This design comes from an exercise in tuning for small area and a short achievable clock period on the open sky130 flow, not from production work.
The RTL was checked by simulation tests, not by an equivalence proof against the original design.
The clock port is modelled as an ideal driver, which makes a skipped or thinned clock tree look cheaper than it is; a real chip needs a root buffer or a tree.

==> branch quartz: inputs <==
// chk_unit
module chk_unit (
    input  wire        clk,
    input  wire        rst,
    input  wire        in_valid,
    input  wire        in_first,
    input  wire        in_last,
    input  wire [2:0]  in_code,
    input  wire [63:0] in_data,
    input  wire [3:0]  in_nbytes,
    input  wire [2:0]  in_tail,
    output wire        out_valid,
    output wire [31:0] out_value
);
    reg [63:0] d_r;
    reg        fn_r;            
    reg        hold_r;          
    reg        nl_r, last_r;    
    reg [5:0]  p_r;             
    reg [2:0]  code_q;          
    reg        refl_q, refln_q;  
    reg [3:0]  g2n;             
    reg [3:1]  g1n_r;           
    reg [7:1]  hn_r;            
    reg [4:0]  pg_r;            
    wire       take_in = in_valid & in_first & ~rst;
    wire       refl_in = (in_code == 3'd2) | (in_code == 3'd3) | (in_code == 3'd5);
    wire [5:0] p_in;
    chk_pdec u_pdec (.last(in_last), .nb(in_nbytes[2:0]), .t(in_tail), .p(p_in));
    wire [3:0] g2n_in;
    wire [3:1] g1n_in;
    wire [7:1] hn_in;
    wire [3:0] g2_in = {4{in_valid & in_last & ~rst}} &
                       {in_nbytes[2:0] == 3'd4, in_nbytes[2:0] == 3'd3, in_nbytes[2:0] == 3'd2, in_nbytes[2:0] == 3'd1};
    assign g2n_in = ~g2_in;
    assign g1n_in = ~{g2_in[0] | g2_in[1] | g2_in[2], g2_in[0] | g2_in[1], g2_in[0]};
    assign hn_in = {in_tail == 3'd0,
                    (in_tail == 3'd7) | (in_tail == 3'd0),
                    (in_tail[2] & in_tail[1]) | (in_tail == 3'd0),
                    (in_tail[2] & (in_tail != 3'd4)) | (in_tail == 3'd0),
                    in_tail[2] | (in_tail == 3'd0),
                    (in_tail != 3'd1) & (in_tail != 3'd2),
                    in_tail != 3'd1};
    wire [4:0] pg_in;
    assign pg_in[0] = take_in & ((in_code == 3'd5));
    assign pg_in[1] = take_in & ((in_code == 3'd1) | (in_code == 3'd3) | (in_code == 3'd5));
    assign pg_in[2] = take_in & ((in_code == 3'd1) | (in_code == 3'd2) | (in_code == 3'd3) | (in_code == 3'd5));
  ...
==> flow/config.mk <==
export PLATFORM = sky130hd
export DESIGN_NAME = chk_unit
export DESIGN_NICKNAME = chk_unit
export VERILOG_FILES = /design/flow/design.v
export SDC_FILE = /design/flow/constraint.sdc
export NUM_CORES = 8
export LEC_CHECK = 0
export CAP_MARGIN = 20
export CORE_MARGIN = 4
export CORE_UTILIZATION = 66
export GPL_TIMING_DRIVEN = 0
export SLEW_MARGIN = 20
export SYNTH_HIERARCHICAL = 1
==> flow/constraint.sdc <==
create_clock -name core_clock -period 40.0 [get_ports {clk}]
set_input_delay 8.0000 -clock core_clock [delete_from_list [all_inputs] [get_ports {clk}]]
set_output_delay 8.0000 -clock core_clock [all_outputs]
set_load 0.01 [all_outputs]
standard.sh (not shown) runs the stock make flow with config.mk's settings and CLKGATE_MAP_FILE= SYNTH_SCRIPT=/design/flow/synth_recipe.tcl, a recipe that flattens the netlist after the stock synthesis.
==> flow/flow/run.sh <==
#!/bin/bash
# Standard synthesis and placement (port buffers of buf_1 cells), then
# flow/cts.tcl: a two-level clock tree, buf_2 output port buffers and
# dfxtp_2 for the flip-flops behind them; then the standard routing and finish.
set -euo pipefail
export BUFFER_PORTS_ARGS="-buffer_cell sky130_fd_sc_hd__buf_1"
bash standard.sh synth > synth.log 2>&1
bash standard.sh place > place.log 2>&1
RES=$PWD/orfs/results/sky130hd/chk_unit/base
RES=$RES CTS_CELL=sky130_fd_sc_hd__clkbuf_16 CTS_NBUF=4 CTS_SUB=3 CTS_SUB_CELL=sky130_fd_sc_hd__clkbuf_8 OUT_BUF_CELL=sky130_fd_sc_hd__buf_2 OUT_FF_CELL=sky130_fd_sc_hd__dfxtp_2 FANOUT_FF_CELL=sky130_fd_sc_hd__dfxtp_4 FANOUT_FF_MIN=12 IN_BUF_CELL=sky130_fd_sc_hd__buf_2 IN_BUF_MIN=3 openroad -no_init -exit flow/cts.tcl > cts.log 2>&1
cp $RES/4_1_cts.odb $RES/4_cts.odb
bash standard.sh > layout.log 2>&1
==> flow/flow/cts.tcl <==
# Clock tree: the clock port drives a few clkbuf_16, each driving one cluster
# of flip-flops (k-means on their placed positions); then legalize.
set res $::env(RES)
set plat $::env(FLOW_HOME)/platforms/sky130hd
read_lef $plat/lef/sky130_fd_sc_hd.tlef
read_lef $plat/lef/sky130_fd_sc_hd_merged.lef
read_liberty $plat/lib/sky130_fd_sc_hd__tt_025C_1v80.lib
read_db $res/3_place.odb
read_sdc $res/3_place.sdc
source $plat/setRC.tcl
set nclu $::env(CTS_NBUF)
set block [ord::get_db_block]
set db [ord::get_db]
set clk [$block findNet clk]
set sinks {}
foreach it [$clk getITerms] { lappend sinks $it }
set n [llength $sinks]
puts "clock sinks: $n, clusters: $nclu"
# balanced k-means on points (xs, ys): returns list of cluster ids
proc kmeans {xs ys nclu} {
  set n [llength $xs]
  set order [lsort -real -indices $xs]
  set cx {}; set cy {}
  for {set k 0} {$k < $nclu} {incr k} {
    set i [lindex $order [expr {int(($k+0.5)*$n/$nclu)}]]
    lappend cx [lindex $xs $i]; lappend cy [lindex $ys $i]
  }
  set cap [expr {int(ceil(double($n)/$nclu))+2}]
  set asg [lrepeat $n 0]
  for {set iter 0} {$iter < 50} {incr iter} {
    set pairs {}
    for {set i 0} {$i < $n} {incr i} {
      for {set k 0} {$k < $nclu} {incr k} {
        set d [expr {abs([lindex $xs $i]-[lindex $cx $k]) + abs([lindex $ys $i]-[lindex $cy $k])}]
        lappend pairs [list $d $i $k]
      }
    }
    set pairs [lsort -real -index 0 $pairs]
    set asg [lrepeat $n -1]; set cnt [lrepeat $nclu 0]
    foreach p $pairs {
      lassign $p d i k
      if {[lindex $asg $i] >= 0} continue
      if {[lindex $cnt $k] >= $cap} continue
      lset asg $i $k; lset cnt $k [expr {[lindex $cnt $k]+1}]
    }
    set sx [lrepeat $nclu 0.0]; set sy [lrepeat $nclu 0.0]
    for {set i 0} {$i < $n} {incr i} {
      set k [lindex $asg $i]
      lset sx $k [expr {[lindex $sx $k]+[lindex $xs $i]}]
      lset sy $k [expr {[lindex $sy $k]+[lindex $ys $i]}]
    }
    for {set k 0} {$k < $nclu} {incr k} {
      if {[lindex $cnt $k] > 0} {
        lset cx $k [expr {[lindex $sx $k]/[lindex $cnt $k]}]
        lset cy $k [expr {[lindex $sy $k]/[lindex $cnt $k]}]
      }
    }
  }
  return [list $asg $cx $cy]
}
set xs {}; set ys {}
foreach it $sinks {
  set b [[$it getInst] getBBox]
  lappend xs [expr {([$b xMin]+[$b xMax])/2.0}]
  lappend ys [expr {([$b yMin]+[$b yMax])/2.0}]
}
lassign [kmeans $xs $ys $nclu] asg cx cy
set master [$db findMaster $::env(CTS_CELL)]
set w [$master getWidth]; set h [$master getHeight]
set nsub [expr {[info exists ::env(CTS_SUB)] ? $::env(CTS_SUB) : 1}]
proc mkbuf {name x y in {mname ""}} {
  global block master w h db
  set m $master
  if {$mname ne ""} { set m [$db findMaster $mname] }
  set w [$m getWidth]; set h [$m getHeight]
  set inst [odb::dbInst_create $block $m $name]
  $inst setLocation [expr {int($x - $w/2)}] [expr {int($y - $h/2)}]
  $inst setPlacementStatus PLACED
  set net [odb::dbNet_create $block "${name}_net"]
  $net setSigType CLOCK
  [$inst findITerm A] connect $in
  [$inst findITerm X] connect $net
  return $net
}
for {set k 0} {$k < $nclu} {incr k} {
  set idx {}
  for {set i 0} {$i < $n} {incr i} { if {[lindex $asg $i] == $k} { lappend idx $i } }
  if {$nsub <= 1} {
    set net [mkbuf "cts_buf_$k" [lindex $cx $k] [lindex $cy $k] $clk]
    foreach i $idx { set it [lindex $sinks $i]; $it disconnect; $it connect $net }
  } else {
    set sx {}; set sy {}
    foreach i $idx { lappend sx [lindex $xs $i]; lappend sy [lindex $ys $i] }
    lassign [kmeans $sx $sy $nsub] sasg scx scy
    # first-level buffer at the middle of its sub-cluster buffers
    set mx 0.0; set my 0.0
    for {set m 0} {$m < $nsub} {incr m} { set mx [expr {$mx+[lindex $scx $m]/$nsub}]; set my [expr {$my+[lindex $scy $m]/$nsub}] }
    set top [mkbuf "cts_buf_$k" $mx $my $clk]
    for {set m 0} {$m < $nsub} {incr m} {
      set net [mkbuf "cts_buf_${k}_$m" [lindex $scx $m] [lindex $scy $m] $top $::env(CTS_SUB_CELL)]
      for {set j 0} {$j < [llength $idx]} {incr j} {
        if {[lindex $sasg $j] == $m} { set it [lindex $sinks [lindex $idx $j]]; $it disconnect; $it connect $net }
      }
    }
  }
}
# optional: other cells for the output port buffers and for the flip-flops
# that drive them
foreach port [get_ports out_*] {
  set net [$block findNet [get_full_name $port]]
  foreach it [$net getITerms] {
    if {![$it isOutputSignal]} continue
    set buf [$it getInst]
    if {[info exists ::env(OUT_BUF_CELL)] && $::env(OUT_BUF_CELL) ne ""} {
      replace_cell [$buf getName] $::env(OUT_BUF_CELL)
    }
    set in [[$buf findITerm A] getNet]
    foreach it2 [$in getITerms] {
      if {![$it2 isOutputSignal]} continue
      set drv [$it2 getInst]
      if {[info exists ::env(OUT_FF_CELL)] && $::env(OUT_FF_CELL) ne ""
          && [string match "sky130_fd_sc_hd__dfxtp_*" [[$drv getMaster] getName]]} {
        replace_cell [$drv getName] $::env(OUT_FF_CELL)
      }
    }
  }
}
# optional: stronger flip-flops where one drives many loads, and stronger
# input port buffers where one drives several loads
if {[info exists ::env(FANOUT_FF_CELL)] && $::env(FANOUT_FF_CELL) ne ""} {
  foreach inst [$block getInsts] {
    if {![string match "sky130_fd_sc_hd__dfxtp_*" [[$inst getMaster] getName]]} continue
    set q [$inst findITerm Q]
    set net [$q getNet]
    if {$net eq "NULL"} continue
    if {[llength [$net getITerms]] - 1 >= $::env(FANOUT_FF_MIN)} { replace_cell [$inst getName] $::env(FANOUT_FF_CELL) }
  }
}
if {[info exists ::env(IN_BUF_CELL)] && $::env(IN_BUF_CELL) ne ""} {
  foreach port [get_ports in_*] {
    set net [$block findNet [get_full_name $port]]
    foreach it [$net getITerms] {
      set buf [$it getInst]
      set out [[$buf findITerm X] getNet]
      if {[llength [$out getITerms]] - 1 >= $::env(IN_BUF_MIN)} { replace_cell [$buf getName] $::env(IN_BUF_CELL) }
    }
  }
}
detailed_placement
check_placement -verbose
set_propagated_clock [all_clocks]
estimate_parasitics -placement
report_clock_skew
set mx 0
foreach p [all_registers -clock_pins] { set v [get_property $p slew_max]; if {$v > $mx} { set mx $v } }
puts "max clock pin slew (placement estimate): $mx"
report_check_types -max_slew -violators
report_checks -path_delay max -digits 3
write_db $res/4_1_cts.odb
write_sdc $res/4_cts.sdc
==> branch juniper (differences from branch quartz) <==
--- a/flow/flow/run.sh
+++ b/flow/flow/run.sh
@@ -9,3 +9,3 @@
 RES=$PWD/orfs/results/sky130hd/chk_unit/base
-RES=$RES CTS_CELL=sky130_fd_sc_hd__clkbuf_16 CTS_NBUF=4 CTS_SUB=3 CTS_SUB_CELL=sky130_fd_sc_hd__clkbuf_8 OUT_BUF_CELL=sky130_fd_sc_hd__buf_2 OUT_FF_CELL=sky130_fd_sc_hd__dfxtp_2 FANOUT_FF_CELL=sky130_fd_sc_hd__dfxtp_4 FANOUT_FF_MIN=12 IN_BUF_CELL=sky130_fd_sc_hd__buf_2 IN_BUF_MIN=3 openroad -no_init -exit flow/cts.tcl > cts.log 2>&1
+RES=$RES CTS_CELL=sky130_fd_sc_hd__clkbuf_8 CTS_NBUF=4 CTS_SUB=2 CTS_SUB_CELL=sky130_fd_sc_hd__clkbuf_16 OUT_BUF_CELL=sky130_fd_sc_hd__buf_2 OUT_FF_CELL=sky130_fd_sc_hd__dfxtp_2 FANOUT_FF_CELL=sky130_fd_sc_hd__dfxtp_4 FANOUT_FF_MIN=12 IN_BUF_CELL=sky130_fd_sc_hd__buf_2 IN_BUF_MIN=3 openroad -no_init -exit flow/cts.tcl > cts.log 2>&1
 cp $RES/4_1_cts.odb $RES/4_cts.odb
- CORE_UTILIZATION: 66 -> 60
==> results.txt <==
Clock skew: branch juniper is lower than branch quartz (0.012 ns). Between branch juniper and branch quartz, the lower register-to-register slack is in branch juniper (gap 0.19 ns). Of branch juniper and branch quartz, branch quartz has the higher sequential share of layout area (gap 0.071 points). Hold slack: branch quartz is lower than branch juniper (0.030 ns). Flip-flop and latch count is the same in branch juniper and branch quartz. In critical path depth, branch juniper and branch quartz do not differ. Of branch juniper and branch quartz, branch quartz has the higher via count (gap about 2.3%, measured against branch quartz). In maximum frequency, branch quartz and branch juniper hardly differ. Of branch juniper and branch quartz, branch quartz has the higher first-iteration DRC count (gap about 7%, measured against branch quartz).
In every run of this note, the design's own scripts or RTL, not TritonCTS, make the clock network.

* * *

==> run a <==
Another version of the RTL of chk_unit (not shown whole).
==> flow/design.v (excerpt) <==
module chk_unit (
    input  wire        clk,
    input  wire        rst,
    input  wire        in_valid,
    input  wire        in_first,
    input  wire        in_last,
    input  wire [2:0]  in_code,
    input  wire [63:0] in_data,
    input  wire [3:0]  in_nbytes,
    input  wire [2:0]  in_tail,
    output wire        out_valid,
    output wire [31:0] out_value
);
==> flow/config.mk <==
export PLATFORM = sky130hd
export DESIGN_NAME = chk_unit
export DESIGN_NICKNAME = chk_unit
export VERILOG_FILES = /design/flow/design.v
export SDC_FILE = /design/flow/constraint.sdc
export NUM_CORES = 8
export LEC_CHECK = 0
export CAP_MARGIN = 20
export CORE_MARGIN = 4
export CORE_UTILIZATION = 50
export GPL_TIMING_DRIVEN = 0
export SLEW_MARGIN = 20
export SYNTH_HIERARCHICAL = 1
==> flow/constraint.sdc <==
create_clock -name core_clock -period 40.0 [get_ports {clk}]
set_input_delay 8.0000 -clock core_clock [delete_from_list [all_inputs] [get_ports {clk}]]
set_output_delay 8.0000 -clock core_clock [all_outputs]
set_load 0.01 [all_outputs]
==> flow/flow/run.sh <==
#!/bin/bash
# Standard synthesis and placement (port buffers of buf_1 cells), then
# flow/cts.tcl: a two-level clock tree, buf_2 output port buffers and
# dfxtp_2 for the flip-flops behind them; then the standard routing and finish.
set -euo pipefail
export BUFFER_PORTS_ARGS="-buffer_cell sky130_fd_sc_hd__buf_1"
bash standard.sh synth > synth.log 2>&1
bash standard.sh place > place.log 2>&1
RES=$PWD/orfs/results/sky130hd/chk_unit/base
RES=$RES CTS_CELL=sky130_fd_sc_hd__clkbuf_8 CTS_NBUF=4 CTS_SUB=2 CTS_SUB_CELL=sky130_fd_sc_hd__clkbuf_16 OUT_BUF_CELL=sky130_fd_sc_hd__buf_2 OUT_FF_CELL=sky130_fd_sc_hd__dfxtp_2 openroad -no_init -exit flow/cts.tcl > cts.log 2>&1
cp $RES/4_1_cts.odb $RES/4_cts.odb
bash standard.sh > layout.log 2>&1
Other scripts of this flow, unchanged in this note and not shown: flow/flow/cts.tcl
==> inputs of run b, as changes to run a <==
--- a/flow/config.mk
+++ b/flow/config.mk
@@ -8,5 +8,5 @@
 export CAP_MARGIN = 20
 export CORE_MARGIN = 4
-export CORE_UTILIZATION = 50
+export CORE_UTILIZATION = 60
 export GPL_TIMING_DRIVEN = 0
 export SLEW_MARGIN = 20
==> results.py <==
metrics = {
    "run_status": {
        "status": "finished clean",
    },
    "timing": {
        "finalCritPeriodShare": 0.2282,
    },
    "routing": {
        "drt-met1-wl_um": 23190,
        "wl_met2_um": 25330,
    },
    "floorplanning": {
        "core_mm2": 0.02347,
    },
    "finish": {
        "fin_area_mm2": 0.01603,
        "ff_latch_area_mm2": 0.002788,
    },
}
The numbers above come from run b.

==> results.py <==
metrics = {
    "finish": {
        "multi_input_area_share": 0.7134,
        "fin_area_mm2": 0.01625,
    },
    "floorplanning": {
        "core_mm2": 0.02801,
    },
    "timing": {
        "finalCritPeriodShare": 0.2285,
    },
    "run_status": {
        "status": "finished clean",
    },
    "global_routing": {
        "grt_max_degree": 66,
    },
    "routing": {
        "wl_met2_um": 29070,
        "drt-met1-wl_um": 26870,
    },
    "worst_setup_path": {
        "r2r_slack_ns": 31.46,
    },
    "synth": {
        "synth_top_area_frac": 0.4228,
    },
}
The numbers above come from run a.

In every run of this note, the design's own scripts or RTL, not TritonCTS, make the clock network.

-- static timing again, ports no longer ideal --
In the flow no input, the clock included, has a driving cell. The finished layouts below were timed again as built, in two steps.
Step 1 (the two cells are an assumption about what drives the block):
set clk [get_ports {clk}]
set_driving_cell -lib_cell sky130_fd_sc_hd__clkbuf_16 $clk
set_driving_cell -lib_cell sky130_fd_sc_hd__buf_2 [delete_from_list [all_inputs] $clk]
Step 2, shift: input delay + t, output delay - t, t = (earliest + latest rising clock arrival at the registers) / 2. This alone moves slack from input paths to output paths.
a / b / c = no drivers / after step 1 / after step 2; a / b = the first two.
run | t (ns) | slack for setup (ns) | worst register clock-pin slew, ns | worst data-port slew with drivers (ns)
branch quartz | 0.385 | 31.217 / 31.106 / 31.163 | 0.09 / 0.09 | 0.05
branch juniper | 0.413 | 31.229 / 31.098 / 31.046 | 0.08 / 0.08 | 0.04
run a | 0.387 | 30.860 / 30.942 / 30.555 | 0.08 / 0.08 | 0.05
run b | 0.396 | 30.872 / 30.964 / 30.569 | 0.08 / 0.08 | 0.04
After both steps every run listed still meets setup and hold. The setup slack of run a, which loses most, moves by +0.082 ns with the drivers and by -0.305 ns with both steps.
